Context: an optimization exercise on an open-source flow, tuned for small area, a short achievable clock period and few clock cycles per item. The choices shown serve that exercise and are no tape-out recipe.
Only simulation tests tie the RTL to the original design; equivalence was not proved.
No activity file was given, so power comes from the tool's default toggle rates.

`config.mk`:
```
export PLATFORM = sky130hd
export DESIGN_NAME = dec_seq
export DESIGN_NICKNAME = dec_seq
export VERILOG_FILES = /design/flow/design.v
export SDC_FILE = /design/flow/constraint.sdc
export NUM_CORES = 4
export LEC_CHECK = 0
export CAP_MARGIN = 20
export CORE_MARGIN = 2
export CORE_UTILIZATION = 40
export SLEW_MARGIN = 20
```
`design.v`:
```
module dec_seq (
    input  wire         clk,
    input  wire         rst,
    input  wire         req_valid,
    output wire         req_ready,
    input  wire [2:0]   req_op,
    input  wire [127:0] req_a,
    input  wire [63:0]  req_b,
    output wire         resp_valid,
    output wire         resp_exc,
    output wire         resp_dov,
    output wire [127:0] resp_data
);
    integer k, q, l, j, m;
    wire [3:0] a_s = req_a[3:0];
    wire [3:0] b_s = req_b[3:0];
    wire in_sa  = (a_s == 4'hD);
    wire in_es  = in_sa ^ (b_s == 4'hD) ^ req_op[0];
    wire in_asb = !(a_s[3] & a_s[2] & (a_s[0] | ~a_s[1]));    
    reg in_bbad;
    always @* begin
        in_bbad = !(b_s[3] & b_s[2] & (b_s[0] | ~b_s[1]));
        for (k = 1; k < 16; k = k + 1)
            in_bbad = in_bbad | (req_b[4*k+3] & (req_b[4*k+2] | req_b[4*k+1]));
    end
    reg [59:0] in_y;
    always @* begin
        for (k = 0; k < 15; k = k + 1)
            in_y[4*k +: 4] = in_es ? {~(req_b[4*k+7] | req_b[4*k+6] | req_b[4*k+5]),
                                      req_b[4*k+6] ^ req_b[4*k+5], req_b[4*k+5], ~req_b[4*k+4]}
                                   : req_b[4*k+4 +: 4];
    end
    reg         v1, chk1, w1, es1, sa1, asb1, bbad1;
    reg [123:0] x1;          
    reg [59:0]  y1;          
    always @(posedge clk) begin
        v1    <= !rst & req_valid;
        chk1  <= req_op[1];
        w1    <= req_op[2];
        es1   <= in_es;
        sa1   <= in_sa;
        asb1  <= in_asb;
        bbad1 <= in_bbad;
        x1    <= req_a[127:4];
        y1    <= in_y;
    end
    reg [31:0] a_bad;
    always @* begin
        a_bad[0] = asb1;
        for (k = 1; k < 32; k = k + 1)
            a_bad[k] = (k < 16 || w1) && x1[4*k-1] && (x1[4*k-2] || x1[4*k-3]);
    end
    wire a_dig_bad = |a_bad[31:1];
    wire a_is_bad  = asb1 | a_dig_bad;
    reg [4:0] pe_idx [0:5][0:31];
    reg       pe_any [0:5][0:31];
    always @* begin
        for (j = 0; j < 32; j = j + 1) begin
            pe_any[0][j] = a_bad[j];
            pe_idx[0][j] = 5'd0;
        end
        for (l = 1; l < 6; l = l + 1)
            for (j = 0; j < 32; j = j + 1)
                if (j < (32 >> l)) begin
                    pe_any[l][j] = pe_any[l-1][2*j] | pe_any[l-1][2*j+1];
                    pe_idx[l][j] = pe_any[l-1][2*j] ? pe_idx[l-1][2*j]
                                                    : (pe_idx[l-1][2*j+1] | (5'd1 << (l-1)));
                end else begin
                    pe_any[l][j] = 1'b0;
                    pe_idx[l][j] = 5'd0;
                end
    end
    wire [7:0] chk_res = a_is_bad ? {1'b1, asb1, a_dig_bad, pe_idx[5][0]} : 8'd0;
    reg  [4:0] t  [0:30];
    reg  [30:0] g, p;
    reg  [30:0] zok;                          
    reg  [3:0] xd, yd;
    reg  [4:0] cc;
    always @* begin
        for (k = 0; k < 31; k = k + 1) begin
            xd = x1[4*k +: 4];
            yd = (k < 15) ? y1[4*k +: 4] : {es1, 2'b00, es1};
            cc[0] = 1'b0;
            for (q = 0; q < 4; q = q + 1) begin
                t[k][q]  = xd[q] ^ yd[q] ^ cc[q];
                cc[q+1]  = (xd[q] & yd[q]) | (cc[q] & (xd[q] ^ yd[q]));
            end
            t[k][4] = cc[4];
            g[k]  = t[k][4] | (t[k][3] & (t[k][2] | t[k][1]));
            p[k]  = (t[k] == 5'd9);
        end
        zok[0] = (t[0] == 5'd0) || (t[0] == 5'd10);
        for (k = 1; k < 31; k = k + 1)
            zok[k] = (t[k-1] == 5'd0) ? ((t[k] == 5'd0) || (t[k] == 5'd10)) : (t[k] == 5'd9);
    end
    reg [30:0] pg [0:5];
    reg [30:0] pp [0:5];
    always @* begin
        pg[0] = g;
        pp[0] = p;
        for (l = 0; l < 5; l = l + 1) begin
            pg[l+1] = pg[l];
            pp[l+1] = pp[l];
            for (k = 0; k < 31; k = k + 1)
                if ((k >> l) & 1) begin
                    m = ((k >> l) << l) - 1;
                    pg[l+1][k] = pg[l][k] | (pp[l][k] & pg[l][m]);
                    pp[l+1][k] = pp[l][k] & pp[l][m];
                end
        end
    end
    wire [30:0] GG = pg[5];
    wire [30:0] PP = pp[5];
    wire cout  = w1 ? GG[30] : GG[14];        
    wire pall  = w1 ? PP[30] : PP[14];        
    wire zadd  = w1 ? &zok   : &zok[14:0];    
    wire eac   = es1 & cout;                  
    wire flip  = es1 & !cout;                 
    function [3:0] dig_out(input [4:0] tt, input c, input f);
        reg [3:0] T;
        reg [2:0] A, A1, hm;
        reg       e, s0, s1, s2, s3;
        begin
            T  = tt[4:1];
            A[0] = (T == 4'd1) | (T == 4'd3) | (T == 4'd6) | (T == 4'd8);
            A[1] = (T == 4'd2) | (T == 4'd3) | (T == 4'd7) | (T == 4'd8);
            A[2] = (T == 4'd4) | (T == 4'd9);
            A1[0] = ~A[0] & ~A[2];
            A1[1] = A[1] ^ A[0];
            A1[2] = A[1] & A[0];
            e  = tt[0] & c;
            hm = e ? A1 : A;
            s0 = tt[0] ^ c;
            s1 = hm[0]; s2 = hm[1]; s3 = hm[2];
            dig_out = f ? {~(s3 | s2 | s1), s2 ^ s1, s1, ~s0} : {s3, s2, s1, s0};
        end
    endfunction
    reg [123:0] mag;
    reg         cin;
    always @* begin
        for (k = 0; k < 31; k = k + 1) begin
            cin = (k == 0) ? eac : (GG[k-1] | (PP[k-1] & eac));
            mag[4*k +: 4] = (k < 15 || w1) ? dig_out(t[k], cin, flip) : 4'd0;
        end
    end
    wire zero   = es1 ? pall : zadd;
    wire s_fin  = !zero & (sa1 ^ flip);
    wire [127:0] data_n = chk1 ? {120'd0, chk_res} : {mag, 3'b110, s_fin};
    wire         exc_n  = !chk1 & (a_is_bad | bbad1);
    wire         dov_n  = !chk1 & !es1 & cout;
    reg         v2, exc2, dov2;
    reg [127:0] data2;
    always @(posedge clk) begin
        v2    <= !rst & v1;
        exc2  <= exc_n;
        dov2  <= dov_n;
        data2 <= data_n;
    end
    assign req_ready  = 1'b1;
    assign resp_valid = v2;
    assign resp_exc   = exc2;
    assign resp_dov   = dov2;
    assign resp_data  = data2;
endmodule
```
`run.sh`:
```
#!/bin/bash
# synth_recipe.tcl (not shown) runs the flow's synth.tcl, then flattens the netlist and writes it again
# the make line also repeats each setting of config.mk as NAME=value (left out here)
make -C /OpenROAD-flow-scripts/flow DESIGN_CONFIG=/design/flow/config.mk WORK_HOME=/design/flow/orfs CLKGATE_MAP_FILE= SYNTH_SCRIPT=/design/flow/synth_recipe.tcl finish
```
`constraint.sdc`:
```
create_clock -name core_clock -period 15.0 [get_ports {clk}]
set_input_delay 3.0000 -clock core_clock [delete_from_list [all_inputs] [get_ports {clk}]]
set_output_delay 3.0000 -clock core_clock [all_outputs]
set_load 0.01 [all_outputs]
```
==> run notes <==
==> per-stage QoR <==
step | std cells | area [sq um] | hold slack [ns] | setup slack [ns] | power, mW
after floorplan | 2434 | 20000 | 0.411 | 8.89 | 1.97
after global placement | 3271 | 23500 | 0.423 | 8.66 | 2.40
after detailed placement | 3271 | 23500 | 0.429 | 8.30 | 2.43
after CTS | 3341 | 24900 | 0.438 | 8.26 | 3.48
after global routing | 3341 | 24900 | 0.453 | 7.68 | 3.67
final | 3341 | 24900 | 0.439 | 8.18 | 3.46
==> report_power, final <==
group	internal, mW	switching (mW)
Clock	0.645	0.385
Sequential	0.968	0.0492
Combinational	0.620	0.792
==> cell usage in the layout (no fill, tap or decap), types with 54 or more instances in the layout <==
cell type | synthesis | layout
sky130_fd_sc_hd__a21oi_1 | 138 | 138
sky130_fd_sc_hd__clkdlybuf4s50_1 | 0 | 328
sky130_fd_sc_hd__dfxtp_1 | 322 | 320
sky130_fd_sc_hd__fa_1 | 61 | 61
sky130_fd_sc_hd__ha_1 | 139 | 139
sky130_fd_sc_hd__inv_1 | 207 | 207
sky130_fd_sc_hd__mux2i_1 | 61 | 61
sky130_fd_sc_hd__nand2_1 | 162 | 161
sky130_fd_sc_hd__nand4_1 | 54 | 54
sky130_fd_sc_hd__nor2_1 | 258 | 258
sky130_fd_sc_hd__nor3_1 | 97 | 97
sky130_fd_sc_hd__o21ai_0 | 142 | 142
==> critical path, stage by stage (launching register included) <==
cell	delay [ns]
sky130_fd_sc_hd__dfxtp_2	0.31
sky130_fd_sc_hd__buf_4	0.31
sky130_fd_sc_hd__ha_1	0.29
sky130_fd_sc_hd__ha_1	0.18
sky130_fd_sc_hd__ha_1	0.19
sky130_fd_sc_hd__fa_1	0.70
sky130_fd_sc_hd__nor4b_1	0.68
sky130_fd_sc_hd__nand4_1	0.19
sky130_fd_sc_hd__nor4_1	0.33
sky130_fd_sc_hd__or3b_1	0.39
sky130_fd_sc_hd__o211ai_1	0.13
sky130_fd_sc_hd__a211o_1	0.23
sky130_fd_sc_hd__a41oi_1	0.21
sky130_fd_sc_hd__o31ai_2	0.47
sky130_fd_sc_hd__nand3_1	0.13
sky130_fd_sc_hd__a31o_2	0.23
sky130_fd_sc_hd__o21ai_1	0.15
sky130_fd_sc_hd__ha_1	0.28
sky130_fd_sc_hd__inv_1	0.12
sky130_fd_sc_hd__nand3_1	0.10
sky130_fd_sc_hd__o21ai_0	0.09
sky130_fd_sc_hd__o21ai_0	0.22
sky130_fd_sc_hd__mux2i_1	0.11
sky130_fd_sc_hd__a31oi_1	0.29
sky130_fd_sc_hd__nor2_1	0.09
sky130_fd_sc_hd__xor2_1	0.17
sky130_fd_sc_hd__nor2_1	0.05
==> kinds of logic (layout without fill, tap and decap cells) <==
kind of cell             count (synthesis)  count (layout)
other                                    1               1
AO/OA/AOI/OAI                          525             525
buffers and inverters                  370             613
multiplexers                            86              86
adder cells (fa/ha/maj)                200             200
XOR/XNOR                                85              85
flip-flops                             322             322
AND/OR/NAND/NOR                        845             845
==> final cells by class <==
cell class	count	area (sq um)
Clock buffer	53	1080
Clock inverter	17	318
Fill cell	4604	24200
Inverter	208	781
Multi-Input combinational cell	1742	12100
Sequential cell	322	6450
Tap cell	664	831
Timing Repair Buffer	335	3340
==> how the worst max path moves through the flow <==
stage / startpoint / end / depth (start not counted)
3_5_place_dp: es1 / data2[94] / 26
6_report: es1 / data2[94] / 26
4_1_cts: es1 / data2[94] / 26
5_1_grt: es1 / data2[94] / 26
2_1_floorplan: es1 / data2[86] / 24
3_3_place_gp: x1[24] / data2[86] / 25
==> per-layer routing <==
layer  track usage (%)  vias up
li1                  -     8887
met1              30.7     8558
met2              38.6      525
met3              3.38       91
met4              7.11        4
met5                 0        -
==> qor.txt <==
==================================================================================
Highest routing layer actually used                                           met5
Remaining DRCs                                                                   0
Adder-cell area share of the yosys netlist                                   14.8%
Worst-Skew Late Latency                                                    0.57 ns
Via count of the first global-routing pass                                   17000
Register with the highest flop count                                         data2
Die extent in x                                                             228 um
Fin nets                                                                      3045
H-tree depth                                                                     2
Timing-limited maximum frequency                                           147 MHz
Number of cells produced by synthesis                                         2434
Maximum number of buffers from clock root to sink                                3
Share of the synthesized area in compound gates (AO/OA/AOI/OAI)              16.7%
Start-to-end type of the worst setup path                             flip-flop to flip-flop
GR Util All Layers                                                           23.1%
CTS Root Buffer Type                                                  sky130_fd_sc_hd__clkbuf_16
Hold endpoint                                                                 exc2
Launch instance of the worst register-to-register path                         es1
Number of cells on the worst hold path                                           2
Top area cells in the synthesized netlist                             sky130_fd_sc_hd__dfxtp_1 32%, sky130_fd_sc_hd__ha_1 8.7%, sky130_fd_sc_hd__fa_1 6.1%, sky130_fd_sc_hd__nor2_1 4.8%, sky130_fd_sc_hd__inv_1 3.9%
Core footprint                                                         49200 sq um
Flip-flop count of the largest register, all copies and words added            128
Largest clock skew in the final design                                   0.0291 ns
Die height                                                                  228 um
Pins Over Slew Limit                                                             0
Number of buffers inserted to repair setup after CTS                             0
Number of failing setup endpoints in the final timing report                     0
CTS hold repair buffers                                                          0
Min-Delay Startpoint                                                         bbad1
Worst path required time                                                  15.42 ns
Largest registers ranked by flip-flop count                           data2: 128 flops, x1: 124 flops, y1: 60 flops
Initial antenna violation count                                                  2
Die Outline Area                                                       51800 sq um
GR Overflow Total                                                                0
Std cell rows                                                                   81
Unrepaired setup endpoints after global routing                                 no
Worst min path class                                                  flip-flop to flip-flop
Num CTS Buffers                                                                 38
Top-count cell post-synth                                             sky130_fd_sc_hd__dfxtp_1
Cell area after technology mapping                                     20000 sq um
Number of iterations in the first detailed-routing pass                          7
Number of different library cells in the post-synthesis netlist                 87
Synth top area share                                                         32.2%
Critical Path Start Type                                                 flip-flop
Slew at the pin closest to its max-slew limit                              1.10 ns
Ratio of final minimum period to clock period                                45.4%
Final Hold Vio Count                                                             0
Data arrival time at the worst-slack endpoint                              7.24 ns
Post-synthesis area per instance                                        8.22 sq um
Async set-reset flop share out of synthesis                                     0%
Area fraction in and, or, nand and nor cells after synthesis                 21.0%
Global-route wire length before repair                                    92700 um
Sequential cell area fraction in the yosys report                            32.2%
Count of flip-flops with a built-in enable after synthesis                       0
Cell types with the highest counts after synthesis                    322 x sky130_fd_sc_hd__dfxtp_1, 258 x sky130_fd_sc_hd__nor2_1, 207 x sky130_fd_sc_hd__inv_1, 162 x sky130_fd_sc_hd__nand2_1, 142 x sky130_fd_sc_hd__o21ai_0
Fraction of layout instances using a drive strength above 1                  5.34%
Dominant combinational cell family by area after synthesis            simple AND/OR/NAND/NOR gates
Violation count after the first detailed-route iteration                      1434
Routability cong.                                                            0.893
Count of warnings emitted by yosys                                               6
Post-Synth XOR/XNOR Area                                                     3.72%
Post-detailed-placement half-perimeter wirelength                         47400 um
Critical path endpoint category                                          flip-flop
Layout-stage area growth over the synthesis result                           24.7%
Num Clock Sinks                                                                322
Mux cell area share after synthesis                                          4.46%
Post-Route Utilization                                                       50.7%
Flop and latch count out of synthesis                                          322
Largest net degree at the start of global routing                               78
Initial Util                                                                 40.7%
Outcome                                                               complete, no violations
R2R Setup Slk                                                              8.18 ns
Maximum ir drop on the vdd rail                                          0.0741 mV
Met2 Wirelength                                                           28900 um
Leading area contributor after synthesis                              sky130_fd_sc_hd__dfxtp_1
Final critical path time including I/O delays and setup                    6.82 ns
Clock Pin Slew Worst Setup and Hold Paths                                  0.07 ns
IO Port Bufs                                                                   328
Syn nets                                                                      2832
Power density over the cells                                           139 nW/um^2
Critical R2R Capture                                                     data2[94]
Final routed wire length divided by cell count                             18.4 um
Met1 layer wirelength in the final routing                                27600 um
Max cap viols                                                                    0
Number of gates resized after cts                                                0
Leakage power summed over all cells                                        10.2 nW
CTS tree                                                                     built
Via count normalized by instance count                                        5.41
TNS Setup                                                                     0 ns
Met3 routed wirelength                                                     3270 um
Slew headroom                                                                26.1%
I/O pin count                                                                  330
Top FF cell, synth                                                    sky130_fd_sc_hd__dfxtp_1
Depth of the worst register-to-register path                                    26
Antenna Nets Post-Route                                                          0
Largest fanout of any net on the critical path                                  33
Number of vias after detailed routing                                        18100
Count of antenna diodes in the layout                                            0
Final WL                                                                  61600 um
==================================================================================
Testbench counts, summed over its fixed seeds: cycles 4,816, items 4,800.

==> separate check: timing with driven ports <==
No port has a modelled driver above. Below, the same layout with a new extraction and two added sets of constraints. Step 1 (the two cells are an assumption about what drives the block):
set clk [get_ports {clk}]
set_driving_cell -lib_cell sky130_fd_sc_hd__clkbuf_16 $clk
set_driving_cell -lib_cell sky130_fd_sc_hd__buf_2 [delete_from_list [all_inputs] $clk]
Step 2, shift: input delay + t, output delay - t, t = (earliest + latest rising clock arrival at the registers) / 2. This alone moves slack from input paths to output paths. a / b / c = no drivers / after step 1 / after step 2; a / b = the first two.
shift t [ns]: 0.613
setup slack, ns: 8.185 / 8.185 / 8.185
clock arrival spread, ns: 0.029 / 0.029
worst data-port slew with drivers (ns): 0.09
After both steps this run still meets setup and hold. The setup slack of this run moves by 0.000 ns with the drivers and by 0.000 ns with both steps.
